This design comes from an exercise in tuning for small area on the open sky130 flow, not from production work.
RTL that was checked went through simulation tests only; none was proved equivalent to the original.
Function not checked in runs 2 and 3: the RTL went through the layout flow alone.
Power and IR drop assume default switching activity.

==> flow/design.v <==
module qe_filter (
    input  wire       clk,
    input  wire       rst,
    input  wire [3:0] flt,
    input  wire       din,
    output wire       q_next,    
    output reg        q          
);
    reg  [3:0] cnt;
    wire       diff = din ^ q;
    wire       c_ge = (cnt[3] & ~flt[3]) | (~(cnt[3] ^ flt[3]) &
                      ((cnt[2] & ~flt[2]) | (~(cnt[2] ^ flt[2]) &
                      ((cnt[1] & ~flt[1]) | (~(cnt[1] ^ flt[1]) &
                      (cnt[0] | ~flt[0]))))));
    wire       flip = diff & c_ge;
    assign q_next = q ^ flip;
    wire [3:0] cnt_inc = {cnt[3] ^ (cnt[2] & cnt[1] & cnt[0]),
                          cnt[2] ^ (cnt[1] & cnt[0]),
                          cnt[1] ^ cnt[0],
                          ~cnt[0]};
    always @(posedge clk) begin
        if (rst) begin
            q   <= 1'b0;
            cnt <= 4'd0;
        end else begin
            q   <= q_next;
            cnt <= (diff & ~c_ge) ? cnt_inc : 4'd0;
        end
    end
endmodule
module qe_rel (
    input  wire [31:0] x,
    input  wire [31:0] npos,
    output wire [24:0] e,
    output wire        neg,
    output wire        hi0,
    output wire        hi1
);
    wire [12:0] c;
    assign c[0] = 1'b1;
    genvar i;
    generate
        for (i = 0; i < 12; i = i + 1) begin : g_lo
            assign e[i] = x[i] ^ npos[i] ^ c[i];
            assign c[i+1] = (x[i] & npos[i]) | (c[i] & (x[i] | npos[i]));
        end
    endgenerate
    wire [11:0] g = x[11:0] & npos[11:0];
    wire [11:0] p = x[11:0] | npos[11:0];
    wire gg0 = g[3] | (p[3] & (g[2] | (p[2] & (g[1] | (p[1] & g[0])))));
    wire pp0 = p[3] & p[2] & p[1] & p[0];
    wire gg1 = g[7] | (p[7] & (g[6] | (p[6] & (g[5] | (p[5] & g[4])))));
    wire pp1 = p[7] & p[6] & p[5] & p[4];
    wire gg2 = g[11] | (p[11] & (g[10] | (p[10] & (g[9] | (p[9] & g[8])))));
    wire pp2 = p[11] & p[10] & p[9] & p[8];
    wire c12f = gg2 | (pp2 & (gg1 | (pp1 & (gg0 | pp0))));
    wire [25:12] ch;
    assign ch[12] = c12f;
    generate
        for (i = 12; i < 25; i = i + 1) begin : g_hi
            assign e[i] = x[i] ^ npos[i] ^ ch[i];
            assign ch[i+1] = (x[i] & npos[i]) | (ch[i] & (x[i] | npos[i]));
        end
    endgenerate
    wire c25 = ch[25];
    wire [7:0] xa = {x[31], x[31:25]};
    wire [7:0] na = {npos[31], npos[31:25]};
    wire [7:0] d;
    wire [8:0] cd;
    assign cd[0] = 1'b0;
    generate
        for (i = 0; i < 8; i = i + 1) begin : g_d
            assign d[i] = xa[i] ^ na[i] ^ cd[i];
            assign cd[i+1] = (xa[i] & na[i]) | (cd[i] & (xa[i] | na[i]));
        end
    endgenerate
    wire d_ones7 = &d[6:0];
    wire d_zero  = ~|d;
    wire d_ones  = d_ones7 & d[7];
    wire d_fe    = (&d[7:1]) & ~d[0];
    assign neg = d[7] ^ (c25 & d_ones7);
    assign hi0 = c25 ? d_ones : d_zero;
    assign hi1 = c25 ? d_fe : d_ones;
endmodule
module qe_window (
    input  wire        clk,
    input  wire        rst,
    input  wire [31:0] npos,
    input  wire        referenced,
    input  wire        still,
    input  wire        fresh,
    input  wire [31:0] start,
    input  wire [23:0] width,
    input  wire [6:0]  hys,
    input  wire        still_req,
    output reg         win
);
    wire [24:0] e;           
    wire        neg, hi0, hi1;
    qe_rel u_rel (.x(start), .npos(npos), .e(e), .neg(neg), .hi0(hi0), .hi1(hi1));
    wire [6:0] h = (win & ~fresh) ? hys : 7'd0;
    wire [7:0] cl;
    assign cl[0] = 1'b1;
    genvar i;
    generate
        for (i = 0; i < 7; i = i + 1) begin : g_cl
            assign cl[i+1] = (h[i] & ~e[i]) | (cl[i] & (h[i] | ~e[i]));
        end
    endgenerate
    wire cond_lo = neg | (hi0 & ~|e[24:7] & cl[7]);
    wire [24:0] f;
    wire [25:0] cf;
    assign cf[0] = 1'b0;
    generate
        for (i = 0; i < 24; i = i + 1) begin : g_f
            assign f[i] = e[i] ^ width[i] ^ cf[i];
            assign cf[i+1] = (e[i] & width[i]) | (cf[i] & (e[i] | width[i]));
        end
    endgenerate
    assign f[24]  = e[24] ^ cf[24];
    assign cf[25] = e[24] & cf[24];
    wire [7:0] ch;
    assign ch[0] = 1'b0;
    generate
        for (i = 0; i < 7; i = i + 1) begin : g_ch
            assign ch[i+1] = (f[i] & h[i]) | (ch[i] & (f[i] | h[i]));
        end
    endgenerate
    wire cond_hi = ~neg | (hi1 & (cf[25] | (&f[24:7] & ch[7])));
    always @(posedge clk) begin
        if (rst)
            win <= 1'b0;
        else
            win <= referenced & (still | ~still_req) & cond_lo & cond_hi;
    end
endmodule
module qe_unit (
    input  wire        clk,
    input  wire        rst_n,         
    input  wire        qa,
    input  wire        qb,
    input  wire        qz,
    input  wire        tick_ms,
    input  wire        confirm,
    input  wire [4:0]  confirm_pair,
    input  wire        wr_en,
    input  wire [4:0]  wr_addr,
    input  wire [31:0] wr_data,
    input  wire [4:0]  rd_addr,
    output reg  [31:0] rd_data,
    output wire [7:0]  win_h,
    output reg         ev_uncertain,
    output reg         ev_referenced,
    output reg         ev_refused
);
    localparam [2:0] C_NONE = 3'd0, C_NOREF = 3'd1, C_ILLEGAL = 3'd2,
                     C_OVERSPEED = 3'd3, C_MISMATCH = 3'd4, C_RANGE = 3'd5,
                     C_DISABLED = 3'd6;
    wire rst = !rst_n;
    genvar i;
    reg               cfg_dir;
    reg  [1:0]        cfg_ref_mode;
    reg               cfg_zgate;
    reg  [3:0]        cfg_flt;
    reg  [4:0]        cfg_ref_pair;
    reg  [7:0]        cfg_still_t;
    reg               cfg_en;
    reg  [31:0]       ref_pos;
    reg  [7:0]        still_band;
    reg  [7:0]        ztol;
    reg  [31:0]       win_start [0:7];
    reg  [31:0]       win_ctl   [0:7];
    reg  [31:0]       pos;
    reg  [31:0]       zpos;
    reg  [8:0]        delta;         
    reg               illegal_flag;
    reg               still;
    reg  [7:0]        still_cnt;
    reg               ref_armed;
    reg  [13:0]       arm_cnt;
    reg  [2:0]        cause;
    reg               rf_set;        
    reg               rf_lsb;        
    reg               wr_ign;
    reg  [15:0]       illegal_cnt;
    reg  [15:0]       refs;
    reg  [6:0]        age_a, age_b;
    reg               fresh;
    wire referenced = (cause == C_NONE);
    wire fa, fb, fz, fa_n, fb_n, fz_n;
    qe_filter u_flt_a (.clk(clk), .rst(rst), .flt(cfg_flt), .din(qa), .q_next(fa_n), .q(fa));
    qe_filter u_flt_b (.clk(clk), .rst(rst), .flt(cfg_flt), .din(qb), .q_next(fb_n), .q(fb));
    qe_filter u_flt_z (.clk(clk), .rst(rst), .flt(cfg_flt), .din(qz), .q_next(fz_n), .q(fz));
    wire [31:0] wd      = wr_data & {32{rst_n}};
    wire        wr_cfg  = wr_en && wr_addr == 5'h00;
    wire        wr_open = wr_en && !cfg_en;
    wire        ld_cfg  = rst | (wr_open && wr_addr == 5'h00);
    wire        ld_ref  = rst | (wr_open && wr_addr == 5'h01);
    wire        ld_tol  = rst | (wr_open && wr_addr == 5'h02);
    wire        wr_win  = wr_en && (wr_addr[4] ^ wr_addr[3]);    
    wire        wr_guard = wr_en && (wr_addr == 5'h01 || wr_addr == 5'h02) || wr_win;
    wire        en_next = wr_cfg ? wr_data[31] : cfg_en;
    wire        enabling  = !cfg_en && en_next;
    wire        disabling = cfg_en && !en_next;
    always @(posedge clk) begin
        if (ld_cfg) begin
            cfg_dir      <= wd[0];
            cfg_ref_mode <= wd[2:1];
            cfg_zgate    <= wd[3];
            cfg_flt      <= wd[7:4];
            cfg_ref_pair <= wd[12:8];
            cfg_still_t  <= wd[23:16];
        end
        if (rst | wr_cfg)
            cfg_en <= wd[31];
        if (ld_ref)
            ref_pos <= wd;
        if (ld_tol) begin
            still_band <= wd[7:0];
            ztol       <= wd[15:8];
        end
        if (rst)
            wr_ign <= 1'b0;
        else if (cfg_en) begin
            if (disabling)
                wr_ign <= 1'b0;
            else if (wr_guard)
                wr_ign <= 1'b1;
        end
    end
    generate
        for (i = 0; i < 8; i = i + 1) begin : g_wcfg
            wire ld_s = rst | (wr_open && wr_addr == 5'h08 + 2 * i);
            wire ld_c = rst | (wr_open && wr_addr == 5'h09 + 2 * i);
            always @(posedge clk) begin
                if (ld_s)
                    win_start[i] <= wd;
                if (ld_c)
                    win_ctl[i] <= wd;
            end
        end
    endgenerate
    wire d_a     = fa_n ^ fa;
    wire d_b     = fb_n ^ fb;
    wire illegal = d_a & d_b;
    wire stepped = d_a ^ d_b;
    wire up_raw  = d_a ? (fa_n ^ fb) : !(fb_n ^ fa);
    wire up      = up_raw ^ cfg_dir;
    wire [32:0] pf1, pf0;
    assign pf1[0] = 1'b1;
    assign pf0[0] = 1'b1;
    generate
        for (i = 0; i < 32; i = i + 1) begin : g_pf
            assign pf1[i+1] = pf1[i] & pos[i];
            assign pf0[i+1] = pf0[i] & ~pos[i];
        end
    endgenerate
    wire at_max = pf1[31] & ~pos[31];                        
    wire at_min = pos[31] & (&(~pos[30:1]));                  
    wire range_err = stepped & (up ? at_max : at_min);
    wire do_step   = stepped & !range_err;
    wire age_a_lt  = !(age_a[6] & (age_a[5] | age_a[4]));    
    wire age_b_lt  = !(age_b[6] & (age_b[5] | age_b[4]));
    wire overspeed = (d_a & age_a_lt) | (d_b & age_b_lt);
    wire [31:0] tgl  = up ? pf1[31:0] : pf0[31:0];
    wire [31:0] pos1 = pos ^ (tgl & {32{do_step}});
    wire [9:0] dlt  = {delta[8], delta};
    wire [9:0] dn;                                            
    wire [10:0] dc;
    assign dc[0] = 1'b1;
    generate
        for (i = 0; i < 10; i = i + 1) begin : g_dn
            wire b = (i == 0) ? 1'b0 : ~up;
            assign dn[i]   = dlt[i] ^ b ^ dc[i];
            assign dc[i+1] = (dlt[i] & b) | (dc[i] & (dlt[i] | b));
        end
    endgenerate
    wire [9:0] dm = dn ^ {10{dn[9]}};
    wire [9:0] nb = ~{2'b00, still_band};
    wire [10:0] bc;
    assign bc[0] = dn[9];
    generate
        for (i = 0; i < 10; i = i + 1) begin : g_bc
            assign bc[i+1] = (dm[i] & nb[i]) | (bc[i] & (dm[i] | nb[i]));
        end
    endgenerate
    wire anchor_reset = do_step & bc[10];
    wire still1 = still & !anchor_reset;
    wire unc1   = illegal | (stepped & (range_err | overspeed));
    wire [2:0] cause1 = illegal ? C_ILLEGAL : range_err ? C_RANGE : C_OVERSPEED;
    wire ref1   = referenced & !unc1;
    wire mode1 = cfg_ref_mode == 2'd1;
    wire mode2 = cfg_ref_mode == 2'd2;
    wire mode3 = cfg_ref_mode == 2'd3;
    wire index_ev = fz_n && !fz && (!cfg_zgate || (fa_n && fb_n)) && !illegal && cfg_ref_mode[0];
    wire ref_idx  = index_ev & ((mode1 & !ref1) | (mode3 & ref_armed));
    wire chk      = index_ev & !ref_idx & ref1;
    wire [31:0] npos = ~pos;
    wire [24:0] y;
    wire        y_neg, y_hi0, y_hi1;
    qe_rel u_yrel (.x(ref_pos), .npos(npos), .e(y), .neg(y_neg), .hi0(y_hi0), .hi1(y_hi1));
    wire near = (y_hi0 & ~|y[24:9]) | (y_hi1 & &y[24:9]);     
    wire [10:0] y11 = {y[9], y[9:0]};
    wire [10:0] zn  = ~{3'b000, ztol};
    wire [10:0] zp  = {3'b000, ztol};
    wire [10:0] ymz, ypz;
    wire [11:0] cm, cp;
    assign cm[0] = 1'b1;
    assign cp[0] = 1'b0;
    generate
        for (i = 0; i < 11; i = i + 1) begin : g_z
            assign ymz[i]  = y11[i] ^ zn[i] ^ cm[i];
            assign cm[i+1] = (y11[i] & zn[i]) | (cm[i] & (y11[i] | zn[i]));
            assign ypz[i]  = y11[i] ^ zp[i] ^ cp[i];
            assign cp[i+1] = (y11[i] & zp[i]) | (cp[i] & (y11[i] | zp[i]));
        end
    endgenerate
    wire ymz_z1 = ~|ymz[10:1];
    wire ypz_1s = &ypz;
    wire ypz_nz = |ypz;
    wire tol_m = !do_step ? (ymz[10] | (ymz_z1 & ~ymz[0])) :
                 up       ? (ymz[10] | ymz_z1) : ymz[10];
    wire tol_p = !do_step ? ~ypz[10] :
                 up       ? (~ypz[10] & ypz_nz) : (~ypz[10] | ypz_1s);
    wire in_tol = near & tol_m & tol_p;
    wire chk_ok  = chk & in_tol;
    wire chk_bad = chk & !in_tol;
    wire confirm_ev = confirm && confirm_pair == cfg_ref_pair;
    wire ref_cfm    = mode2 & confirm_ev & still1;
    wire ref_any    = ref_idx | ref_cfm;
    wire arm_cfm    = mode3 & confirm_ev;
    wire s_armed    = arm_cfm | (ref_armed & !ref_idx);
    wire to_ref     = ref_any | chk_ok;
    wire refuse_en  = cfg_en & mode2 & confirm_ev & !still1;
    wire refuse_dis = !cfg_en & cfg_ref_mode[1] & confirm_ev;
    wire [16:0] ic, rc;
    assign ic[0] = 1'b1;
    assign rc[0] = 1'b1;
    generate
        for (i = 0; i < 16; i = i + 1) begin : g_cnt
            assign ic[i+1] = ic[i] & illegal_cnt[i];
            assign rc[i+1] = rc[i] & refs[i];
        end
    endgenerate
    wire [15:0] ill_inc  = illegal_cnt ^ (ic[15:0] & {16{illegal & !ic[16]}});
    wire [15:0] refs_inc = refs ^ (rc[15:0] & {16{ref_any & !rc[16]}});
    wire        st_inc = tick_ms & !(&still_cnt);
    wire [8:0]  sc;
    assign sc[0] = st_inc;
    wire [7:0]  st_next;
    generate
        for (i = 0; i < 8; i = i + 1) begin : g_st
            assign st_next[i] = still_cnt[i] ^ sc[i];
            assign sc[i+1]    = still_cnt[i] & sc[i];
        end
    endgenerate
    wire [8:0] sg;
    assign sg[0] = 1'b1;
    generate
        for (i = 0; i < 8; i = i + 1) begin : g_sg
            assign sg[i+1] = (st_next[i] & ~cfg_still_t[i]) | (sg[i] & (st_next[i] | ~cfg_still_t[i]));
        end
    endgenerate
    wire st_ge = sg[8];
    wire        arm_end = arm_cnt == 14'd9999;
    wire [14:0] ac;
    assign ac[0] = 1'b1;
    wire [13:0] arm_inc;
    generate
        for (i = 0; i < 14; i = i + 1) begin : g_ac
            assign arm_inc[i] = arm_cnt[i] ^ ac[i];
            assign ac[i+1]    = arm_cnt[i] & ac[i];
        end
    endgenerate
    wire [8:0] delta_next = (to_ref | anchor_reset) ? 9'd0 : do_step ? dn[8:0] : delta;
    wire [2:0] s_cause = ref_any ? C_NONE : chk_bad ? C_MISMATCH : unc1 ? cause1 : cause;
    always @(posedge clk) begin
        if (rst) begin
            pos           <= 32'd0;
            zpos          <= 32'd0;
            delta         <= 9'd0;
            illegal_flag  <= 1'b0;
            still         <= 1'b0;
            still_cnt     <= 8'd0;
            ref_armed     <= 1'b0;
            arm_cnt       <= 14'd0;
            cause         <= C_DISABLED;
            rf_set        <= 1'b0;
            rf_lsb        <= 1'b0;
            illegal_cnt   <= 16'd0;
            refs          <= 16'd0;
            age_a         <= 7'd80;
            age_b         <= 7'd80;
            fresh         <= 1'b0;
            ev_uncertain  <= 1'b0;
            ev_referenced <= 1'b0;
            ev_refused    <= 1'b0;
        end else begin
            age_a <= d_a ? 7'd1 : (age_a_lt ? age_a + 7'd1 : age_a);
            age_b <= d_b ? 7'd1 : (age_b_lt ? age_b + 7'd1 : age_b);
            ev_refused <= refuse_en | refuse_dis;
            if (refuse_en | refuse_dis) begin
                rf_set <= 1'b1;
                rf_lsb <= refuse_dis;
            end
            if (enabling) begin
                pos           <= 32'd0;
                delta         <= 9'd0;
                still         <= 1'b0;
                still_cnt     <= 8'd0;
                ref_armed     <= 1'b0;
                arm_cnt       <= 14'd0;
                cause         <= C_NOREF;
                fresh         <= 1'b0;
                ev_uncertain  <= 1'b1;
                ev_referenced <= 1'b0;
            end else if (cfg_en) begin
                pos           <= to_ref ? ref_pos : pos1;
                if (chk)
                    zpos <= pos1;
                delta         <= delta_next;
                illegal_flag  <= !ref_any & (illegal | illegal_flag);
                refs          <= refs_inc;
                ev_referenced <= ref_any;
                illegal_cnt   <= ill_inc;
                if (disabling) begin
                    still        <= 1'b0;
                    still_cnt    <= 8'd0;
                    ref_armed    <= 1'b0;
                    arm_cnt      <= 14'd0;
                    cause        <= C_DISABLED;
                    fresh        <= 1'b0;
                    ev_uncertain <= 1'b1;
                end else begin
                    cause        <= s_cause;
                    fresh        <= ref_any;
                    ev_uncertain <= unc1 | chk_bad;
                    if (anchor_reset) begin
                        still_cnt <= 8'd0;
                        still     <= 1'b0;
                    end else begin
                        still_cnt <= st_next;
                        still     <= st_ge;
                    end
                    ref_armed <= arm_cfm | (s_armed & !(tick_ms & arm_end));
                    if (arm_cfm)
                        arm_cnt <= 14'd0;
                    else if (s_armed & tick_ms)
                        arm_cnt <= arm_end ? 14'd0 : arm_inc;
                    else if (!s_armed)
                        arm_cnt <= 14'd0;
                end
            end else begin
                fresh         <= 1'b0;
                ev_uncertain  <= 1'b0;
                ev_referenced <= 1'b0;
            end
        end
    end
    generate
        for (i = 0; i < 8; i = i + 1) begin : g_win
            qe_window u_win (
                .clk(clk), .rst(rst),
                .npos(npos), .referenced(referenced), .still(still), .fresh(fresh),
                .start(win_start[i]), .width(win_ctl[i][23:0]), .hys(win_ctl[i][30:24]),
                .still_req(win_ctl[i][31]),
                .win(win_h[i])
            );
        end
    endgenerate
    wire [7:0] last_refusal = {1'b0, rf_set, rf_set, 2'b00, rf_set, 1'b0, rf_lsb};
    reg [31:0] rd_mux;
    always @* begin
        rd_mux = 32'd0;
        case (rd_addr)
            5'h00: rd_mux = {cfg_en, 7'd0, cfg_still_t, 3'd0, cfg_ref_pair,
                             cfg_flt, cfg_zgate, cfg_ref_mode, cfg_dir};
            5'h01: rd_mux = ref_pos;
            5'h02: rd_mux = {16'd0, ztol, still_band};
            5'h03: rd_mux = {8'd0, last_refusal, 5'd0, cause, 2'd0, ref_armed, wr_ign,
                             still, illegal_flag, !referenced, referenced};
            5'h04: rd_mux = pos;
            5'h05: rd_mux = zpos;
            5'h06: rd_mux = {refs, illegal_cnt};
            5'h07: rd_mux = {13'd0, fa, fb, fz, win_h, 8'd0};
            5'h08: rd_mux = win_start[0];
            5'h09: rd_mux = win_ctl[0];
            5'h0A: rd_mux = win_start[1];
            5'h0B: rd_mux = win_ctl[1];
            5'h0C: rd_mux = win_start[2];
            5'h0D: rd_mux = win_ctl[2];
            5'h0E: rd_mux = win_start[3];
            5'h0F: rd_mux = win_ctl[3];
            5'h10: rd_mux = win_start[4];
            5'h11: rd_mux = win_ctl[4];
            5'h12: rd_mux = win_start[5];
            5'h13: rd_mux = win_ctl[5];
            5'h14: rd_mux = win_start[6];
            5'h15: rd_mux = win_ctl[6];
            5'h16: rd_mux = win_start[7];
            5'h17: rd_mux = win_ctl[7];
            default: rd_mux = 32'd0;
        endcase
    end
    always @(posedge clk) begin
        if (rst)
            rd_data <= 32'd0;
        else
            rd_data <= rd_mux;
    end
endmodule
==> flow/run.sh <==
#!/bin/bash
# synth_recipe.tcl (not shown) runs the flow's synth.tcl, then flattens the netlist and writes it again
# the make line also repeats each setting of config.mk as NAME=value (left out here)
make -C /OpenROAD-flow-scripts/flow DESIGN_CONFIG=/design/flow/config.mk WORK_HOME=/design/flow/orfs CLKGATE_MAP_FILE= SYNTH_SCRIPT=/design/flow/synth_recipe.tcl finish
==> flow/config.mk <==
export PLATFORM = sky130hd
export DESIGN_NAME = qe_unit
export DESIGN_NICKNAME = qe_unit
export VERILOG_FILES = /design/flow/design.v
export SDC_FILE = /design/flow/constraint.sdc
export NUM_CORES = 4
export LEC_CHECK = 0
export CAP_MARGIN = 40
export CORE_MARGIN = 2
export CORE_UTILIZATION = 40
export SLEW_MARGIN = 30
==> flow/constraint.sdc <==
create_clock -name core_clock -period 10.0 [get_ports {clk}]
set_input_delay 2.0000 -clock core_clock [delete_from_list [all_inputs] [get_ports {clk}]]
set_output_delay 2.0000 -clock core_clock [all_outputs]
set_load 0.01 [all_outputs]
==> summary.txt, run 1 <==
Clock Skew - 0.0459 ns
GRT met1 Usage - 47.0%
Average size of a mapped cell - 12.0 µm²
Placement Cell Area - 56200 µm²
Status - complete, but fails checks
WS Path Type - reg2reg
Syn. warnings - 7
Worst min path class - reg2reg
Layout check failures - negative setup slack
WL/cell - 37.8 µm
Vias in the first global route - 38900
# IOs - 98
Remaining Overflow, GRT - 0
Buffers on Ports - 97
Register area - 21700 µm²
Die area - 128000 µm²
Pleak - 21.9 nW
Tot GR Track Use - 36.8%
Clock-pin slew on the worst setup and hold paths - 0.06 ns
Final Max Tran Viols - 0
GP Congestion - 1.05
Share of the synthesized area in the top cell type - 34.9%
Seq cells post-synth - 791
Worst slew pin tran - 1.06 ns
Starting Density - 40.4%
Largest family of logic cells by synthesized area - adder cells
Total negative setup slack - -19.29 ns
HPWL reported at the end of detailed placement - 173 mm
Initial antenna violation count - 18
Design area - 59800 µm²
Register area share after synthesis - 43.2%
RSZ-0062 raised after global routing - true
Critical Path Sink Type - register
Layout Cells excl Fill - 6286
CP top delay family - adder cells
CP bufs+invs - 8
Final Worst Setup Slack - -1.12 ns
Area of the multi-input gates - 27400 µm²
Max-Cap Viols - 0
Final Critical Period - 11.12 ns
Drc violations - 0
Post-synthesis mux area share - 1.08%
CP most frequent cell - fa_2
Hold Slack - 0.471 ns
Die width - 358 µm
Most frequent cells after synthesis - 582 x edfxtp_1, 458 x fa_1, 423 x inv_1
Fin crit share - 111%
Sink Count - 791
Fmax - 89.9 MHz
Iteration count of the initial detailed-routing pass - 7
PD cells - 160 nW/µm²
Startpoint Class - register
Final #Nets - 5364
Slew margin rel. - 28.4%
Overall power - 9.59 mW
Dpl cells - 6071
Post-Syn Area - 50100 µm²
Syn Nets - 4969
Crit-path max FO - 8
Initial drt markers - 6162
Simple-gate share of the synthesized area - 9.64%
Clk buf depth - 3
Root buffer cell - clkbuf_16
Post-synth EDFFs - 582
Most common cell in the netlist - edfxtp_1
CTS tree - yes
Filler cell count - 11100
Slowest CP cell - fa_2
Share of layout cells above drive strength 1 - 19.4%
Clock Latency Late Sink - 0.72 ns
Antenna-violating nets left - 0
Ranking of synthesized cells by area - edfxtp_1 35%, fa_1 18%, dfxtp_1 8.3%
First-pass GRT wire length - 321 mm
Top_reg_cell synth - edfxtp_1
Post-Route WL - 237 mm
Worst Path Required - 10.62 ns
CTS Buf Count - 91
GR Layer Usage met2 - 53.8%
Core area - 124000 µm²
Final hold violations - 0
Maximum VDD drop - 0.123 mV
Top Usage Layer GRT - met2
Crit-path max cell delay - 0.45 ns
Final setup violation count - 49
Cell taking the most area after synthesis - edfxtp_1
Library cells used by synthesis - 90
Adder-cell share of the synthesized area - 26.1%
Cells after Synth - 4161
Xor-xnor portion of the synthesized cell area - 1.70%
Area Overhead vs Synth - 19.4%
Die height - 358 µm
Synth Area in Compound Gates - 13.7%
Post-synth ARST share - 0%
Pin count of the biggest net entering global routing - 42
Hold Buf Count CTS - 0
Crit path DAT - 11.74 ns
Met3 Use GR - 9.77%
Row cnt - 129
H-tree Lvls - 3
Vias - 40200
Vias per cell - 6.40
==> flip-flops by register name (all words and copies together), names as in the netlist, 5 cells and up <==
| signal | cells |
|---|---|
| still_cnt | 8 |
| ztol | 8 |
| cfg_ref_pair | 5 |
| arm_cnt | 14 |
| delta | 9 |
| pos | 32 |
| win_ctl | 256 |
| age_a | 7 |
| refs | 16 |
| g_win.u_win.win | 8 |
| illegal_cnt | 16 |
| age_b | 7 |
| zpos | 32 |
| still_band | 8 |
| win_start | 256 |
| ref_pos | 32 |
| cfg_still_t | 8 |
| rd_data | 32 |
==> report_power, final <==
group | total (mW) | switching (mW) | internal, mW | leakage [nW]
Clock | 3.46 | 1.50 | 1.97 | 1.47
Combinational | 2.19 | 1.34 | 0.854 | 12.7
Sequential | 3.94 | 0.227 | 3.71 | 7.70
Total | 9.59 | 3.06 | 6.53 | 21.9
==> final timing paths <==
kind	from	end	slack (ns)	depth (start not counted)
setup / recovery	pos[0]	g_win[6].u_win.win	-1.12	39
hold / removal	u_flt_b.cnt[0]	u_flt_b.cnt[0]	0.47	1
setup reg to reg	pos[0]	g_win[6].u_win.win	-1.12	39
hold reg to reg	u_flt_b.cnt[0]	u_flt_b.cnt[0]	0.47	1
==> through the flow <==
stage / setup WS [ns] / util (%)
finish: -1.12 / 48.3
detailed placement: -1.39 / 45.3
floorplan: -0.872 / -
global placement: -1.29 / 45.1
global route: -1.40 / 48.2
CTS: -1.13 / 48.0
==> area by class of cell <==
type | instances | area share (%)
diodes | 15 | 0.0627
clock buffers | 117 | 4.14
clock inverters | 54 | 0.883
inverters | 425 | 2.68
multi-input cells | 2789 | 45.8
flip-flops and latches | 791 | 36.2
well taps | 1637 | 3.42
repair buffers | 458 | 6.79
==> per-layer routing <==
layer,wire [µm],vias up
li1,-,16000
met1,86800,20100
met2,100000,3225
met3,29200,883
met4,21300,8
met5,56,-
==> cells in the final DEF, fill, tap and decap left out, drive strengths merged, types with 41 or more instances in the layout <==
master,Yosys,routed
a22o,82,82
nand3,80,80
a221oi,99,99
a31oi,46,46
and2,42,42
nand4,79,79
a22oi,174,174
mux2i,44,44
nand2b,56,56
inv,424,432
xnor2,66,66
o21ai,112,112
fa,458,458
nor4,57,57
clkdlybuf4s50,0,96
dfxtp,209,209
edfxtp,582,582
ha,295,295
a21oi,153,153
clkbuf,112,120
nor2,224,224
nor3,63,63
buf,44,358
o21bai,41,41
nand2,140,140
==> cells by family (layout without fill, tap and decap cells) <==
logic type                 count (synthesis)  after routing
adders and majority gates                774            774
other                                      0             15
buffers and inverters                    581           1054
AOI/OAI and AO/OA                        955            955
xor gates and xnor gates                  97             97
and+or+nand+nor                          910            910
muxes                                     53             53
DFF                                      791            791
==> what timing repair did <==
item                                    in CTS  in global routing
pin swaps                                   66                 65
resized for setup                           76                 25
endpoints found under the setup margin      53                 53
buffers inserted                            13                  9
gates cloned                                 0                  0
==> run 2, diff against run 1 <==
--- a/flow/design.v
+++ b/flow/design.v
@@ -31,38 +31,36 @@
 module qe_rel (
     input  wire [31:0] x,
     input  wire [31:0] npos,
-    output wire [24:0] e,
+    output wire [11:0] e_lo,
+    output wire        c12,
+    output wire [12:0] eh,
+    output wire        eh_z,      
+    output wire        eh_o,      
     output wire        neg,
     output wire        hi0,
     output wire        hi1
 );
+    genvar i;
     wire [12:0] c;
     assign c[0] = 1'b1;
-    genvar i;
     generate
         for (i = 0; i < 12; i = i + 1) begin : g_lo
-            assign e[i] = x[i] ^ npos[i] ^ c[i];
-            assign c[i+1] = (x[i] & npos[i]) | (c[i] & (x[i] | npos[i]));
+            assign e_lo[i] = x[i] ^ npos[i] ^ c[i];
+            assign c[i+1]  = (x[i] & npos[i]) | (c[i] & (x[i] | npos[i]));
         end
     endgenerate
-    wire [11:0] g = x[11:0] & npos[11:0];
-    wire [11:0] p = x[11:0] | npos[11:0];
-    wire gg0 = g[3] | (p[3] & (g[2] | (p[2] & (g[1] | (p[1] & g[0])))));
-    wire pp0 = p[3] & p[2] & p[1] & p[0];
-    wire gg1 = g[7] | (p[7] & (g[6] | (p[6] & (g[5] | (p[5] & g[4])))));
-    wire pp1 = p[7] & p[6] & p[5] & p[4];
-    wire gg2 = g[11] | (p[11] & (g[10] | (p[10] & (g[9] | (p[9] & g[8])))));
-    wire pp2 = p[11] & p[10] & p[9] & p[8];
-    wire c12f = gg2 | (pp2 & (gg1 | (pp1 & (gg0 | pp0))));
-    wire [25:12] ch;
-    assign ch[12] = c12f;
-    generate
-        for (i = 12; i < 25; i = i + 1) begin : g_hi
-            assign e[i] = x[i] ^ npos[i] ^ ch[i];
-            assign ch[i+1] = (x[i] & npos[i]) | (ch[i] & (x[i] | npos[i]));
+    assign c12 = c[12];
+    wire [13:0] ch;
+    assign ch[0] = 1'b0;
+    generate
+        for (i = 0; i < 13; i = i + 1) begin : g_hi
+            assign eh[i]   = x[12+i] ^ npos[12+i] ^ ch[i];
+            assign ch[i+1] = (x[12+i] & npos[12+i]) | (ch[i] & (x[12+i] | npos[12+i]));
         end
     endgenerate
-    wire c25 = ch[25];
+    assign eh_z = ~|eh;
+    assign eh_o = &eh;
+    wire c25 = ch[13] | (c12 & eh_o);
     wire [7:0] xa = {x[31], x[31:25]};
     wire [7:0] na = {npos[31], npos[31:25]};
     wire [7:0] d;
@@ -82,58 +80,130 @@
     assign hi0 = c25 ? d_ones : d_zero;
     assign hi1 = c25 ? d_fe : d_ones;
 endmodule
-module qe_window (
-    input  wire        clk,
-    input  wire        rst,
+module qe_wincmp (
     input  wire [31:0] npos,
-    input  wire        referenced,
-    input  wire        still,
-    input  wire        fresh,
     input  wire [31:0] start,
     input  wire [23:0] width,
-    input  wire [6:0]  hys,
-    input  wire        still_req,
-    output reg         win
+    input  wire [6:0]  h,
+    output wire        in_range
 );
-    wire [24:0] e;           
-    wire        neg, hi0, hi1;
-    qe_rel u_rel (.x(start), .npos(npos), .e(e), .neg(neg), .hi0(hi0), .hi1(hi1));
-    wire [6:0] h = (win & ~fresh) ? hys : 7'd0;
+    genvar i;
+    wire [11:0] e_lo;
+    wire [12:0] eh;
+    wire        c12, eh_z, eh_o, neg, hi0, hi1;
+    qe_rel u_rel (.x(start), .npos(npos), .e_lo(e_lo), .c12(c12), .eh(eh),
+                  .eh_z(eh_z), .eh_o(eh_o), .neg(neg), .hi0(hi0), .hi1(hi1));
     wire [7:0] cl;
     assign cl[0] = 1'b1;
-    genvar i;
     generate
         for (i = 0; i < 7; i = i + 1) begin : g_cl
-            assign cl[i+1] = (h[i] & ~e[i]) | (cl[i] & (h[i] | ~e[i]));
+            assign cl[i+1] = (h[i] & ~e_lo[i]) | (cl[i] & (h[i] | ~e_lo[i]));
         end
     endgenerate
-    wire cond_lo = neg | (hi0 & ~|e[24:7] & cl[7]);
-    wire [24:0] f;
-    wire [25:0] cf;
+    wire e_z7 = ~|e_lo[11:7] & (c12 ? eh_o : eh_z);      
+    wire cond_lo = neg | (hi0 & e_z7 & cl[7]);
+    wire [11:0] f_lo;
+    wire [12:0] cf;
     assign cf[0] = 1'b0;
     generate
-        for (i = 0; i < 24; i = i + 1) begin : g_f
-            assign f[i] = e[i] ^ width[i] ^ cf[i];
-            assign cf[i+1] = (e[i] & width[i]) | (cf[i] & (e[i] | width[i]));
-        end
-    endgenerate
-    assign f[24]  = e[24] ^ cf[24];
-    assign cf[25] = e[24] & cf[24];
-    wire [7:0] ch;
-    assign ch[0] = 1'b0;
+        for (i = 0; i < 12; i = i + 1) begin : g_f
+            assign f_lo[i]  = e_lo[i] ^ width[i] ^ cf[i];
+            assign cf[i+1]  = (e_lo[i] & width[i]) | (cf[i] & (e_lo[i] | width[i]));
+        end
+    endgenerate
+    wire [12:0] wh = {1'b0, width[23:12]};
+    wire [12:0] fh;
+    wire [13:0] cg;
+    assign cg[0] = 1'b0;
+    generate
+        for (i = 0; i < 13; i = i + 1) begin : g_fh
+            assign fh[i]    = eh[i] ^ wh[i] ^ cg[i];
+            assign cg[i+1]  = (eh[i] & wh[i]) | (cg[i] & (eh[i] | wh[i]));
+        end
+    endgenerate
+    wire k1 = c12 ^ cf[12];
+    wire k2 = c12 & cf[12];
+    wire fh_o  = &fh;
+    wire fh_fe = (&fh[12:1]) & ~fh[0];
+    wire fh_fd = (&fh[12:2]) & ~fh[1] & fh[0];
+    wire wrap  = c12 & eh_o;
+    wire f_ovf = ~wrap & (cg[13] | (k1 & fh_o) | (k2 & (fh_o | fh_fe)));
+    wire f_o12 = ~wrap & ((~k1 & ~k2 & fh_o) | (k1 & fh_fe) | (k2 & fh_fd));
+    wire [7:0] cu;
+    assign cu[0] = 1'b0;
     generate
-        for (i = 0; i < 7; i = i + 1) begin : g_ch
-            assign ch[i+1] = (f[i] & h[i]) | (ch[i] & (f[i] | h[i]));
+        for (i = 0; i < 7; i = i + 1) begin : g_cu
+            assign cu[i+1] = (f_lo[i] & h[i]) | (cu[i] & (f_lo[i] | h[i]));
         end
     endgenerate
-    wire cond_hi = ~neg | (hi1 & (cf[25] | (&f[24:7] & ch[7])));
+    wire cond_hi = ~neg | (hi1 & (f_ovf | (f_o12 & &f_lo[11:7] & cu[7])));
+    assign in_range = cond_lo & cond_hi;
+endmodule
+module qe_window (
+    input  wire        clk,
+    input  wire        rst,
+    input  wire [31:0] npos,
+    input  wire        referenced,
+    input  wire        still,
+    input  wire        fresh,
+    input  wire [31:0] start,
+    input  wire [23:0] width,
+    input  wire [6:0]  hys,
+    input  wire        still_req,
+    output reg         win
+);
+    wire [6:0] h = (win & ~fresh) ? hys : 7'd0;
+    wire       in_range;
+    qe_wincmp u_cmp (.npos(npos), .start(start), .width(width), .h(h), .in_range(in_range));
     always @(posedge clk) begin
         if (rst)
             win <= 1'b0;
         else
-            win <= referenced & (still | ~still_req) & cond_lo & cond_hi;
+            win <= referenced & (still | ~still_req) & in_range;
     end
 endmodule
+module qe_tol (
+    input  wire [31:0] npos,
+    input  wire [31:0] ref_pos,
+    input  wire [7:0]  ztol,
+    input  wire        do_step,
+    input  wire        up,
+    output wire        in_tol
+);
+    genvar i;
+    wire [11:0] y_lo;
+    wire [12:0] yh;
+    wire        y_c12, yh_z, yh_o, y_neg, y_hi0, y_hi1;
+    qe_rel u_yrel (.x(ref_pos), .npos(npos), .e_lo(y_lo), .c12(y_c12), .eh(yh),
+                   .eh_z(yh_z), .eh_o(yh_o), .neg(y_neg), .hi0(y_hi0), .hi1(y_hi1));
+    wire y_z12 = y_c12 ? yh_o : yh_z;
+    wire y_o12 = y_c12 ? ((&yh[12:1]) & ~yh[0]) : yh_o;
+    wire near = (y_hi0 & y_z12 & ~|y_lo[11:9]) | (y_hi1 & y_o12 & &y_lo[11:9]);    
+    wire [9:0] y = y_lo[9:0];
+    wire [10:0] y11 = {y[9], y[9:0]};
+    wire [10:0] zn  = ~{3'b000, ztol};
+    wire [10:0] zp  = {3'b000, ztol};
+    wire [10:0] ymz, ypz;
+    wire [11:0] cm, cp;
+    assign cm[0] = 1'b1;
+    assign cp[0] = 1'b0;
+    generate
+        for (i = 0; i < 11; i = i + 1) begin : g_z
+            assign ymz[i]  = y11[i] ^ zn[i] ^ cm[i];
+            assign cm[i+1] = (y11[i] & zn[i]) | (cm[i] & (y11[i] | zn[i]));
+            assign ypz[i]  = y11[i] ^ zp[i] ^ cp[i];
+            assign cp[i+1] = (y11[i] & zp[i]) | (cp[i] & (y11[i] | zp[i]));
+        end
+    endgenerate
+    wire ymz_z1 = ~|ymz[10:1];
+    wire ypz_1s = &ypz;
+    wire ypz_nz = |ypz;
+    wire tol_m = !do_step ? (ymz[10] | (ymz_z1 & ~ymz[0])) :
+                 up       ? (ymz[10] | ymz_z1) : ymz[10];
+    wire tol_p = !do_step ? ~ypz[10] :
+                 up       ? (~ypz[10] & ypz_nz) : (~ypz[10] | ypz_1s);
+    assign in_tol = near & tol_m & tol_p;
+endmodule
 module qe_unit (
     input  wire        clk,
     input  wire        rst_n,         
@@ -184,7 +254,7 @@
     reg               wr_ign;
     reg  [15:0]       illegal_cnt;
     reg  [15:0]       refs;
-    reg  [6:0]        age_a, age_b;
+    reg  [6:0]        age_a, age_b;     
     reg               fresh;
     wire referenced = (cause == C_NONE);
     wire fa, fb, fz, fa_n, fb_n, fz_n;
@@ -259,8 +329,11 @@
     wire at_min = pos[31] & (&(~pos[30:1]));                  
     wire range_err = stepped & (up ? at_max : at_min);
     wire do_step   = stepped & !range_err;
-    wire age_a_lt  = !(age_a[6] & (age_a[5] | age_a[4]));    
-    wire age_b_lt  = !(age_b[6] & (age_b[5] | age_b[4]));
+    localparam [6:0] AGE_80 = 7'd18;
+    wire age_a_lt  = age_a != AGE_80;                        
+    wire age_b_lt  = age_b != AGE_80;
+    wire [6:0] age_a_inc = {age_a[5:0], ~(age_a[6] ^ age_a[5])};
+    wire [6:0] age_b_inc = {age_b[5:0], ~(age_b[6] ^ age_b[5])};
     wire overspeed = (d_a & age_a_lt) | (d_b & age_b_lt);
     wire [31:0] tgl  = up ? pf1[31:0] : pf0[31:0];
     wire [31:0] pos1 = pos ^ (tgl & {32{do_step}});
@@ -296,33 +369,9 @@
     wire ref_idx  = index_ev & ((mode1 & !ref1) | (mode3 & ref_armed));
     wire chk      = index_ev & !ref_idx & ref1;
     wire [31:0] npos = ~pos;
-    wire [24:0] y;
-    wire        y_neg, y_hi0, y_hi1;
-    qe_rel u_yrel (.x(ref_pos), .npos(npos), .e(y), .neg(y_neg), .hi0(y_hi0), .hi1(y_hi1));
-    wire near = (y_hi0 & ~|y[24:9]) | (y_hi1 & &y[24:9]);     
-    wire [10:0] y11 = {y[9], y[9:0]};
-    wire [10:0] zn  = ~{3'b000, ztol};
-    wire [10:0] zp  = {3'b000, ztol};
-    wire [10:0] ymz, ypz;
-    wire [11:0] cm, cp;
-    assign cm[0] = 1'b1;
-    assign cp[0] = 1'b0;
-    generate
-        for (i = 0; i < 11; i = i + 1) begin : g_z
-            assign ymz[i]  = y11[i] ^ zn[i] ^ cm[i];
-            assign cm[i+1] = (y11[i] & zn[i]) | (cm[i] & (y11[i] | zn[i]));
-            assign ypz[i]  = y11[i] ^ zp[i] ^ cp[i];
-            assign cp[i+1] = (y11[i] & zp[i]) | (cp[i] & (y11[i] | zp[i]));
-        end
-    endgenerate
-    wire ymz_z1 = ~|ymz[10:1];
-    wire ypz_1s = &ypz;
-    wire ypz_nz = |ypz;
-    wire tol_m = !do_step ? (ymz[10] | (ymz_z1 & ~ymz[0])) :
-                 up       ? (ymz[10] | ymz_z1) : ymz[10];
-    wire tol_p = !do_step ? ~ypz[10] :
-                 up       ? (~ypz[10] & ypz_nz) : (~ypz[10] | ypz_1s);
-    wire in_tol = near & tol_m & tol_p;
+    wire in_tol;
+    qe_tol u_tol (.npos(npos), .ref_pos(ref_pos), .ztol(ztol), .do_step(do_step), .up(up),
+                  .in_tol(in_tol));
     wire chk_ok  = chk & in_tol;
     wire chk_bad = chk & !in_tol;
     wire confirm_ev = confirm && confirm_pair == cfg_ref_pair;
@@ -362,16 +411,9 @@
         end
     endgenerate
     wire st_ge = sg[8];
-    wire        arm_end = arm_cnt == 14'd9999;
-    wire [14:0] ac;
-    assign ac[0] = 1'b1;
-    wire [13:0] arm_inc;
-    generate
-        for (i = 0; i < 14; i = i + 1) begin : g_ac
-            assign arm_inc[i] = arm_cnt[i] ^ ac[i];
-            assign ac[i+1]    = arm_cnt[i] & ac[i];
-        end
-    endgenerate
+    localparam [13:0] ARM_END = 14'd8629;
+    wire        arm_end = arm_cnt == ARM_END;
+    wire [13:0] arm_inc = {arm_cnt[12:0], ~(arm_cnt[13] ^ arm_cnt[12] ^ arm_cnt[11] ^ arm_cnt[1])};
     wire [8:0] delta_next = (to_ref | anchor_reset) ? 9'd0 : do_step ? dn[8:0] : delta;
     wire [2:0] s_cause = ref_any ? C_NONE : chk_bad ? C_MISMATCH : unc1 ? cause1 : cause;
     always @(posedge clk) begin
@@ -389,15 +431,15 @@
             rf_lsb        <= 1'b0;
             illegal_cnt   <= 16'd0;
             refs          <= 16'd0;
-            age_a         <= 7'd80;
-            age_b         <= 7'd80;
+            age_a         <= AGE_80;
+            age_b         <= AGE_80;
             fresh         <= 1'b0;
             ev_uncertain  <= 1'b0;
             ev_referenced <= 1'b0;
             ev_refused    <= 1'b0;
         end else begin
-            age_a <= d_a ? 7'd1 : (age_a_lt ? age_a + 7'd1 : age_a);
-            age_b <= d_b ? 7'd1 : (age_b_lt ? age_b + 7'd1 : age_b);
+            age_a <= d_a ? 7'd0 : (age_a_lt ? age_a_inc : age_a);
+            age_b <= d_b ? 7'd0 : (age_b_lt ? age_b_inc : age_b);
             ev_refused <= refuse_en | refuse_dis;
             if (refuse_en | refuse_dis) begin
                 rf_set <= 1'b1;
--- a/flow/config.mk
+++ b/flow/config.mk
@@ -8,4 +8,7 @@
 export CAP_MARGIN = 40
 export CORE_MARGIN = 2
 export CORE_UTILIZATION = 40
+export CTS_BUF_LIST = sky130_fd_sc_hd__clkbuf_16
+export CTS_CLUSTER_DIAMETER = 80
+export CTS_CLUSTER_SIZE = 22
 export SLEW_MARGIN = 30
==> run 2 against run 1 <==
Now clean on timing, DRC and antenna. Combinational power is 8% lower. Design area fell by 13%. Sequential share of layout area increased by 5.3 points. Utilization shrank 3.3 points. Worst hold slack got worse by 0.030 ns. Sequential power barely moved. Non-clock buffer count decreased by 237. Setup slack gained 2.0 ns. Die area decreased by 6.6%. Clock-buffer cell count is 64 lower. Global-route usage is 1.6 points lower. Routed wire length fell by 10%.
==> summary.txt, run 2 <==
Status - no timing/DRC/antenna violations
Library cells used by synthesis - 116
Vias per cell - 6.72
Pre-CTS setup slack - 1.14 ns
Hold path startpoint - age_a[4]
Pleak - 18.3 nW
Post-synth EDFFs - 582
H-tree Lvls - 2
Clock-pin slew on the worst setup and hold paths - 0.10 ns
Critical Path Sink Type - register
PD cells - 159 nW/µm²
Post-CTS Repair Setup Buffers - 0
Post-Route WL - 213 mm
Worst R2R Start - pos[12]
Share of layout cells above drive strength 1 - 8.09%
Startpoint Class - register
Vias in the first global route - 35900
Max-Cap Viols - 0
CTS tree - yes
Worst slew pin tran - 1.01 ns
Sink Count - 791
Slowest CP cell - or4_1
CTS Buf Count - 49
Crit path from - pos[12]
Most frequent cells after synthesis - 582 x edfxtp_1, 451 x fa_1, 293 x inv_1
Crit path DAT - 9.72 ns
Initial drt markers - 6108
Row cnt - 125
Worst Path Required - 10.61 ns
Iteration count of the initial detailed-routing pass - 9
Largest registers - win_ctl x256, win_start x256
Register area share after synthesis - 46.3%
Fmax - 110 MHz
Crit-path max FO - 29
Tot GR Track Use - 35.2%
Top_reg_cell synth - edfxtp_1
Crit-path max cell delay - 0.49 ns
Final Critical Period - 9.11 ns
Drc violations - 0
WS Path Type - reg2reg
Cells after Synth - 3802
Post-synth ARST share - 0%
Final #Nets - 4525
Dpl cells - 5374
Clk buf depth - 3
Starting Density - 40.3%
Pin count of the biggest net entering global routing - 57
Post-layout util - 44.9%
Total negative setup slack - 0 ns
Share of the synthesized area in the top cell type - 37.4%
Leading cell types in the layout, fill and taps excluded - 582 x edfxtp_1, 451 x fa_1, 306 x inv_1
# IOs - 98
Final Worst Setup Slack - 0.890 ns
Slew margin rel. - 32.7%
Initial antenna violation count - 10
First-pass GRT wire length - 292 mm
Hold Buf Count CTS - 0
Layout Cells excl Fill - 5481
CP top delay family - adder cells
Vias - 36800
Most common library cell in the layout ignoring fill and taps - edfxtp_1
Die width - 346 µm
Root buffer cell - clkbuf_16
Worst min path class - reg2reg
Maximum VDD drop - 0.136 mV
Overall power - 8.29 mW
Seq cells post-synth - 791
RSZ-0062 raised after global routing - false
Die area - 120000 µm²
CP bufs+invs - 3
WL/cell - 38.8 µm
Final hold violations - 0
Average size of a mapped cell - 12.3 µm²
Hold Slack - 0.441 ns
Area Overhead vs Synth - 11.4%
Die height - 346 µm
Most common cell in the netlist - edfxtp_1
Fin crit share - 91.1%
Resized cells post-CTS - 0
Core area - 116000 µm²
GP Congestion - 1.03
Placement Cell Area - 50300 µm²
Antenna-violating nets left - 0
Cell taking the most area after synthesis - edfxtp_1
Syn. warnings - 7
HPWL reported at the end of detailed placement - 156 mm
Syn Nets - 4414
Clock Skew - 0.0562 ns
Ranking of synthesized cells by area - edfxtp_1 37%, fa_1 19%, dfxtp_1 8.9%
Post-Syn Area - 46800 µm²
Clock Latency Late Sink - 0.73 ns
Buffers on Ports - 97
CP most frequent cell - fa_1
Design area - 52100 µm²
Final setup violation count - 0
Final Max Tran Viols - 0
Remaining Overflow, GRT - 0
-- run 2: cell types whose count changed after synthesis, sizes merged, moves of 25 or more --
| cell | before | now |
|---|---|---|
| ha | 295 | 106 |
| inv | 424 | 294 |
| mux2i | 44 | 17 |
| nand2b | 56 | 30 |
| nand3 | 80 | 127 |
| nand4 | 79 | 122 |
| o21ai | 112 | 86 |
| o21bai | 41 | 1 |
| o311ai | 1 | 26 |
-- run 2: logic make-up (layout without fill, tap and decap cells) --
family	count (synthesis)	count (layout)	synth area share, %
and+or+nand+nor	981	981	11.0
muxes	20	20	0.444
adders and majority gates	596	596	23.0
other	0	3	0
AOI/OAI and AO/OA	875	875	13.9
DFF	791	791	46.3
xor gates and xnor gates	82	82	1.53
buffers and inverters	457	609	3.83
-- run 2: layout make-up --
| cell class | count | area (µm²) |
|---|---|---|
| Clock inverter | 39 | 337 |
| Tap cell | 1524 | 1910 |
| Multi-Input combinational cell | 2554 | 23800 |
| Sequential cell | 791 | 21700 |
| Fill cell | 10600 | 63900 |
| Clock buffer | 53 | 1330 |
| Inverter | 296 | 1110 |
| Antenna cell | 3 | 7.51 |
| Timing Repair Buffer | 221 | 1970 |
-- run 2: final timing paths --
kind,to,slack (ns),cells after the start
max,pos[23],0.89,28
min,age_a[5],0.44,2
max reg2reg,pos[23],0.89,28
min reg2reg,age_a[5],0.44,2
-- run 2: report_power, final --
part	switching, mW	internal [mW]
Combinational	1.28	0.733
Sequential	0.213	3.71
Clock	1.31	1.05
Total	2.80	5.49
-- run 2: routing by layer --
layer / GRT usage [%] / part of all wire, %
met4: 23.4 / 7.9
met1: 45.2 / 36
met2: 51.0 / 42
met3: 11.1 / 14
met5: 0 / 0.030
-- run 2: worst min-delay path, cell delays in order (launching register included) --
cell	delay, ns
dfxtp_1	0.30
inv_1	0.06
nor2_1	0.04
==> run 3, diff against run 2 <==
--- a/flow/config.mk
+++ b/flow/config.mk
@@ -8,7 +8,7 @@
 export CAP_MARGIN = 40
 export CORE_MARGIN = 2
 export CORE_UTILIZATION = 40
-export CTS_BUF_LIST = sky130_fd_sc_hd__clkbuf_16
-export CTS_CLUSTER_DIAMETER = 80
-export CTS_CLUSTER_SIZE = 22
+export CTS_BUF_LIST = sky130_fd_sc_hd__clkbuf_8
+export CTS_CLUSTER_DIAMETER = 60
+export CTS_CLUSTER_SIZE = 12
 export SLEW_MARGIN = 30
==> run 3 against run 2 <==
Still clean on timing, DRC and antenna. Non-clock buffer count unchanged. Total power increased by 3.5%. Setup slack improved by 0.034 ns. Sequential cell count unchanged. Via count increased by 0.23%. Routed wire length increased by 0.73%. Combinational power about the same. Final cell count increased by 1.6%. Die area unchanged. Sequential power about the same. Global-route usage increased by 0.32 points. First-iteration DRC count decreased by 7.7%. Largest cell class unchanged. Largest power group unchanged.
==> summary.txt, run 3 <==
Status - no timing/DRC/antenna violations
Share of layout cells above drive strength 1 - 9.85%
Row cnt - 125
Core area - 116000 µm²
Combinational power share - 23.5%
RSZ-0062 raised after global routing - false
GRT met1 Usage - 45.6%
Fin crit share - 90.8%
Seq cells post-synth - 791
Overall power - 8.58 mW
Final #Nets - 4572
Worst slew pin tran - 0.983 ns
Die width - 346 µm
Cells after Synth - 3802
Final Max Tran Viols - 0
Startpoint Class - register
Vias in the first global route - 36200
Share of the synthesized area in the top cell type - 37.4%
WS Path Type - reg2reg
Post-synth ARST share - 0%
Dpl cells - 5374
Simple-gate share of the synthesized area - 11.0%
Crit-path max FO - 10
Clock Skew - 0.0699 ns
Area Overhead vs Synth - 12.4%
Crit-path max cell delay - 0.69 ns
Largest family of logic cells by synthesized area - adder cells
CP most frequent cell - fa_1
Top Usage Layer GRT - met2
Worst Path Required - 10.73 ns
Buffers on Ports - 97
Drc violations - 0
GP Congestion - 1.03
Antenna-violating nets left - 0
Syn Nets - 4414
Clk buf depth - 3
CTS tree - yes
Sink Count - 791
Top_reg_cell synth - edfxtp_1
PD cells - 163 nW/µm²
Initial antenna violation count - 15
Most common library cell in the layout ignoring fill and taps - edfxtp_1
Syn. warnings - 7
Most frequent cells after synthesis - 582 x edfxtp_1, 451 x fa_1, 293 x inv_1
Average size of a mapped cell - 12.3 µm²
Pin count of the biggest net entering global routing - 57
Iteration count of the initial detailed-routing pass - 7
HPWL reported at the end of detailed placement - 156 mm
# IOs - 98
H-tree Lvls - 3
Total negative setup slack - 0 ns
Final Critical Period - 9.08 ns
Post-synthesis mux area share - 0.444%
Cell taking the most area after synthesis - edfxtp_1
Met3 Use GR - 11.7%
Root buffer cell - clkbuf_8
Worst min path class - reg2reg
Max-Cap Viols - 0
Layout Cells excl Fill - 5569
Net Sw Power - 2.90 mW
Vias - 36900
Critical Path Sink Type - register
Post-Route WL - 214 mm
Hold Buf Count CTS - 0
Post-synth EDFFs - 582
WL/cell - 38.5 µm
Final hold violations - 0
Remaining Overflow, GRT - 0
Pleak - 18.6 nW
GR Layer Usage met2 - 51.3%
Starting Density - 40.3%
Seq pwr share - 45.7%
Xor-xnor portion of the synthesized cell area - 1.53%
Placement Cell Area - 50300 µm²
Synth Area in Compound Gates - 13.9%
Maximum VDD drop - 0.0986 mV
Initial drt markers - 5639
CTS Buf Count - 96
Ranking of synthesized cells by area - edfxtp_1 37%, fa_1 19%, dfxtp_1 8.9%
Slew margin rel. - 34.5%
Post-Syn Area - 46800 µm²
Filler cell count - 10600
Internal power - 5.68 mW
Tot GR Track Use - 35.5%
Vias per cell - 6.63
Switch share - 33.8%
Design area - 52600 µm²
Largest registers - win_ctl x256, win_start x256
Crit path DAT - 9.80 ns
Resized cells post-CTS - 0
Final setup violation count - 0
Adder-cell share of the synthesized area - 23.0%
Leading cell types in the layout, fill and taps excluded - 582 x edfxtp_1, 451 x fa_1, 317 x inv_1
Library cells used by synthesis - 116
Post-CTS Repair Setup Buffers - 0
Clock Latency Late Sink - 0.85 ns
Register area share after synthesis - 46.3%
Die area - 120000 µm²
Clock-pin slew on the worst setup and hold paths - 0.07 ns
First-pass GRT wire length - 294 mm
Die height - 346 µm
Slowest CP cell - o21ai_0
Most common cell in the netlist - edfxtp_1
Clock power share - 30.8%
Fmax - 110 MHz
[run 3: changes by cell type in the layout (fill, tap and decap cells not counted), moves of 2 or more]
cell	previous run	this run
clkinv_2	2	7
inv_6	4	10
clkinv_8	5	0
bufinv_16	2	7
clkbuf_16	53	0
inv_1	306	317
clkbuf_8	0	111
clkinv_1	4	2
clkinvlp_4	1	3
clkinv_4	2	10
[run 3: critical path, delay by kind of cell, from the launching register on]
kind / cells / cell delay, ns
adders and majority gates: 13 / 5.15
and+or+nand+nor: 8 / 1.54
AOI/OAI and AO/OA: 5 / 1.50
DFF: 1 / 0.47
buffers and inverters: 2 / 0.35
[run 3: per-stage QoR]
| step | setup WS [ns] | hold WS (ns) | util [%] |
|---|---|---|---|
| after CTS | 1.12 | 0.444 | 45.2 |
| after global routing | 0.532 | 0.455 | 45.3 |
| after detailed placement | 1.14 | 0.431 | 43.4 |
| after floorplan | 2.07 | 0.408 | - |
| after global placement | 0.946 | 0.423 | 43.2 |
| final | 0.925 | 0.441 | 45.3 |
[run 3: path summary, 6_finish.rpt]
kind                               start  endpoint  slack, ns  cells after the start
worst max register to register   pos[12]    pos[0]       0.92                     28
worst min-delay path            age_a[1]  age_a[2]       0.44                      2
worst max-delay path             pos[12]    pos[0]       0.92                     28
worst min register to register  age_a[1]  age_a[2]       0.44                      2
[run 3: kinds of logic (layout without fill, tap and decap cells)]
kind of cell             after synthesis  in the layout
adder cells (fa/ha/maj)              596            596
flip-flops                           791            791
other                                  0              4
AO/OA/AOI/OAI                        875            875
AND/OR/NAND/NOR                      981            981
XOR/XNOR                              82             82
buffers and inverters                457            696
multiplexers                          20             20
[run 3: power by group through the flow]
stage | sequential [mW] | clock [mW] | combinational, mW
2_1_floorplan | 3.89 | 0 | 1.17
3_3_place_gp | 3.99 | 0 | 1.92
3_5_place_dp | 3.99 | 0 | 1.94
4_1_cts | 3.92 | 2.65 | 1.95
5_1_grt | 3.93 | 2.77 | 2.16
6_report | 3.93 | 2.64 | 2.01
[run 3: layout make-up]
class	instances	area (µm²)	share of cell area, %
Antenna cell	4	10.0	0.0190
Clock buffer	111	1530	2.90
Clock inverter	68	592	1.13
Inverter	296	1110	2.11
Multi-Input combinational cell	2554	23800	45.3
Sequential cell	791	21700	41.2
Tap cell	1524	1910	3.63
Timing Repair Buffer	221	1970	3.75
[run 3: routing by layer]
layer	up-vias	wire length, µm	part of all wire (%)
met2	2968	89800	42
met1	18600	77400	36
met3	723	29500	14
met5	-	84	0.039
met4	14	17500	8.2
li1	14600	-	-
==> run 4, diff against run 3 <==
--- a/flow/design.v
+++ b/flow/design.v
@@ -254,7 +254,7 @@
     reg               wr_ign;
     reg  [15:0]       illegal_cnt;
     reg  [15:0]       refs;
-    reg  [6:0]        age_a, age_b;     
+    reg  [6:0]        age_a, age_b;
     reg               fresh;
     wire referenced = (cause == C_NONE);
     wire fa, fb, fz, fa_n, fb_n, fz_n;
@@ -329,11 +329,8 @@
     wire at_min = pos[31] & (&(~pos[30:1]));                  
     wire range_err = stepped & (up ? at_max : at_min);
     wire do_step   = stepped & !range_err;
-    localparam [6:0] AGE_80 = 7'd18;
-    wire age_a_lt  = age_a != AGE_80;                        
-    wire age_b_lt  = age_b != AGE_80;
-    wire [6:0] age_a_inc = {age_a[5:0], ~(age_a[6] ^ age_a[5])};
-    wire [6:0] age_b_inc = {age_b[5:0], ~(age_b[6] ^ age_b[5])};
+    wire age_a_lt  = !(age_a[6] & (age_a[5] | age_a[4]));    
+    wire age_b_lt  = !(age_b[6] & (age_b[5] | age_b[4]));
     wire overspeed = (d_a & age_a_lt) | (d_b & age_b_lt);
     wire [31:0] tgl  = up ? pf1[31:0] : pf0[31:0];
     wire [31:0] pos1 = pos ^ (tgl & {32{do_step}});
@@ -411,9 +408,16 @@
         end
     endgenerate
     wire st_ge = sg[8];
-    localparam [13:0] ARM_END = 14'd8629;
-    wire        arm_end = arm_cnt == ARM_END;
-    wire [13:0] arm_inc = {arm_cnt[12:0], ~(arm_cnt[13] ^ arm_cnt[12] ^ arm_cnt[11] ^ arm_cnt[1])};
+    wire        arm_end = arm_cnt == 14'd9999;
+    wire [14:0] ac;
+    assign ac[0] = 1'b1;
+    wire [13:0] arm_inc;
+    generate
+        for (i = 0; i < 14; i = i + 1) begin : g_ac
+            assign arm_inc[i] = arm_cnt[i] ^ ac[i];
+            assign ac[i+1]    = arm_cnt[i] & ac[i];
+        end
+    endgenerate
     wire [8:0] delta_next = (to_ref | anchor_reset) ? 9'd0 : do_step ? dn[8:0] : delta;
     wire [2:0] s_cause = ref_any ? C_NONE : chk_bad ? C_MISMATCH : unc1 ? cause1 : cause;
     always @(posedge clk) begin
@@ -431,15 +435,15 @@
             rf_lsb        <= 1'b0;
             illegal_cnt   <= 16'd0;
             refs          <= 16'd0;
-            age_a         <= AGE_80;
-            age_b         <= AGE_80;
+            age_a         <= 7'd80;
+            age_b         <= 7'd80;
             fresh         <= 1'b0;
             ev_uncertain  <= 1'b0;
             ev_referenced <= 1'b0;
             ev_refused    <= 1'b0;
         end else begin
-            age_a <= d_a ? 7'd0 : (age_a_lt ? age_a_inc : age_a);
-            age_b <= d_b ? 7'd0 : (age_b_lt ? age_b_inc : age_b);
+            age_a <= d_a ? 7'd1 : (age_a_lt ? age_a + 7'd1 : age_a);
+            age_b <= d_b ? 7'd1 : (age_b_lt ? age_b + 7'd1 : age_b);
             ev_refused <= refuse_en | refuse_dis;
             if (refuse_en | refuse_dis) begin
                 rf_set <= 1'b1;
--- a/flow/config.mk
+++ b/flow/config.mk
@@ -8,7 +8,4 @@
 export CAP_MARGIN = 40
 export CORE_MARGIN = 2
 export CORE_UTILIZATION = 40
-export CTS_BUF_LIST = sky130_fd_sc_hd__clkbuf_8
-export CTS_CLUSTER_DIAMETER = 60
-export CTS_CLUSTER_SIZE = 12
 export SLEW_MARGIN = 30
==> run 4 against run 3 <==
Still clean. Design area rose by 2.7%. Combinational power is 4% lower. Total power is 9.0% higher. Utilization up 1.0 points. Non-clock buffer count is 15 higher. Routed wire length is 0.51% higher. Critical endpoint unchanged.
==> summary.txt, run 4 <==
CTS Buf Count - 93
Most common cell in the netlist - edfxtp_1
Worst slew pin tran - 1.17 ns
Register area share after synthesis - 46.0%
Internal power - 6.43 mW
Pre-CTS setup slack - 0.992 ns
Final Critical Period - 9.05 ns
Status - no timing/DRC/antenna violations
Hold Slack - 0.457 ns
Pleak - 19.1 nW
Filler cell count - 10500
Remaining Overflow, GRT - 0
Cell taking the most area after synthesis - edfxtp_1
Antenna-violating nets left - 0
Area Overhead vs Synth - 14.7%
Clock power share - 37.5%
Pin count of the biggest net entering global routing - 71
Core area - 117000 µm²
Sink Count - 791
Starting Density - 40.4%
RSZ-0062 raised after global routing - false
Layout Cells excl Fill - 5650
Hold Buf Count CTS - 0
CP bufs+invs - 4
Slowest CP cell - or3b_2
GR Layer Usage met2 - 51.0%
Root buffer cell - clkbuf_16
Seq pwr share - 41.9%
Syn. warnings - 7
Resized cells post-CTS - 0
GP Congestion - 1.07
WS Path Type - reg2reg
Initial drt markers - 5771
Crit-path max cell delay - 0.48 ns
Fmax - 110 MHz
Top_reg_cell synth - edfxtp_1
Switch share - 31.3%
Dpl cells - 5465
Syn Nets - 4507
Clock Latency Late Sink - 0.71 ns
Post-synth EDFFs - 582
Clk buf depth - 3
Post-Syn Area - 47100 µm²
Drc violations - 0
Crit path DAT - 9.70 ns
Final setup violation count - 0
Top Usage Layer GRT - met2
Share of the synthesized area in the top cell type - 37.1%
Final Max Tran Viols - 0
Buffers on Ports - 97
Initial antenna violation count - 6
Total negative setup slack - 0 ns
Net Sw Power - 2.93 mW
Die height - 347 µm
Worst min path class - reg2reg
CP most frequent cell - fa_1
Startpoint Class - register
Iteration count of the initial detailed-routing pass - 8
Fin crit share - 90.5%
HPWL reported at the end of detailed placement - 160 mm
First-pass GRT wire length - 294 mm
Average size of a mapped cell - 12.1 µm²
CP top delay family - adder cells
Clock Skew - 0.0351 ns
Post-Route WL - 215 mm
Final #Nets - 4670
Vias per cell - 6.65
Tot GR Track Use - 35.4%
Leading cell types in the layout, fill and taps excluded - 582 x edfxtp_1, 451 x fa_1, 278 x inv_1
Most frequent cells after synthesis - 582 x edfxtp_1, 451 x fa_1, 278 x inv_1
H-tree Lvls - 3
Share of layout cells above drive strength 1 - 8.83%
Overall power - 9.36 mW
Clock-pin slew on the worst setup and hold paths - 0.06 ns
Post-synth ARST share - 0%
Seq cells post-synth - 791
Ranking of synthesized cells by area - edfxtp_1 37%, fa_1 19%, dfxtp_1 8.9%
Final Worst Setup Slack - 0.948 ns
Crit-path max FO - 24
GRT met1 Usage - 44.5%
Post-CTS Repair Setup Buffers - 0
Vias in the first global route - 36100
Vias - 37600
Max-Cap Viols - 0
Die width - 347 µm
Row cnt - 125
Critical Path Sink Type - register
Combinational power share - 20.6%
Cells after Synth - 3882
PD cells - 173 nW/µm²
Worst Path Required - 10.65 ns
Die area - 121000 µm²
Final hold violations - 0
Maximum VDD drop - 0.132 mV
# IOs - 98
Met3 Use GR - 12.1%
CTS tree - yes
WL/cell - 38.1 µm
Most common library cell in the layout ignoring fill and taps - edfxtp_1
Library cells used by synthesis - 92
Largest registers - win_ctl x256, win_start x256
Slew margin rel. - 21.7%
==> run 4: changes by cell type after synthesis, sizes merged, moves of 10 or more <==
cell   change
or4       +10
inv       -16
a22o      +17
xnor2     -10
a21oi     -15
nor3      +11
and3      -11
a22oi     -21
o21ai     +16
ha        +13
nand2     +40
==> run 4: cells by family after synthesis <==
family,count (synthesis),synth area share [%]
mux,24,0.518
flops,791,46.0
buf+inv,447,3.66
compound gates,878,13.7
simple gates,1058,11.6
fa+ha+maj,604,23.0
xor+xnor,80,1.52
==> run 4: power by group through the flow <==
| stage | Clock, mW | Combinational, mW | Sequential [mW] |
|---|---|---|---|
| finish | 3.51 | 1.92 | 3.92 |
| global route | 3.66 | 2.07 | 3.93 |
| CTS | 3.52 | 1.86 | 3.91 |
| detailed placement | 0 | 1.84 | 3.98 |
| global placement | 0 | 1.81 | 3.98 |
| floorplan | 0 | 1.14 | 3.88 |
==> run 4: layout make-up <==
cell class / count / area [µm²] / share of cell area [%]
multi-input combinational: 2644 / 24100 / 44.7
tap: 1524 / 1910 / 3.53
timing repair buffer: 236 / 2180 / 4.03
clock inverter: 39 / 390 / 0.723
antenna: 3 / 7.51 / 0.0139
inverter: 279 / 1050 / 1.94
clock buffer: 134 / 2690 / 4.98
sequential: 791 / 21700 / 40.1
==> run 4: worst min-delay path, cell delays in order, from the launching register on <==
cell and delay [ns]:
dfxtp_1 0.31, nand2_1 0.05, a21oi_1 0.05
==> run 4: through the flow <==
step                      utilization (%)  cell area [µm²]
after floorplan                         -            47100
after global placement               43.3            50500
after detailed placement             43.6            50800
after CTS                            46.3            53900
after global routing                 46.4            54000
final                                46.4            54000
==> run 4: worst paths after layout <==
kind                                    to  cells past startpoint  startpoint  slack [ns]
worst min register to register  arm_cnt[1]                      2  arm_cnt[1]        0.46
worst max-delay path                pos[0]                     30     pos[12]        0.95
worst max register to register      pos[0]                     30     pos[12]        0.95
worst min-delay path            arm_cnt[1]                      2  arm_cnt[1]        0.46
==> run 4: per-layer routing <==
| metal | share of wire (%) | vias up |
|---|---|---|
| met5 | 0.0046 | - |
| li1 | - | 15000 |
| met1 | 36 | 18800 |
| met2 | 41 | 3058 |
| met3 | 13 | 718 |
| met4 | 9.1 | 2 |

-- static timing again, ports no longer ideal --
The flow's constraints put no driver on any port. The routed layouts listed below were extracted and timed again, unchanged, in two steps.
Step 1 sets driving cells, clkbuf_16 on the clock port and buf_2 on the other inputs (assumed; they add their load-dependent delay and slew).
Step 2 also shifts input and output timing later by t, the mid clock arrival at the registers, as if the neighbouring blocks saw the same clock.
Slacks: ideal / step 1 / step 2; pairs: ideal / step 1.
run | shift t [ns] | setup slack, ns | latest minus earliest clock arrival (ns) | slew at the worst register clock pin (ns)
run 1 | 0.779 | -1.120 / -1.120 / -1.120 | 0.046 / 0.046 | 0.07 / 0.07
run 2 | 0.769 | 0.890 / 0.890 / 0.890 | 0.056 / 0.056 | 0.11 / 0.11
run 3 | 0.880 | 0.925 / 0.925 / 0.925 | 0.080 / 0.080 | 0.09 / 0.09
run 4 | 0.770 | 0.948 / 0.948 / 0.948 | 0.036 / 0.036 | 0.07 / 0.07
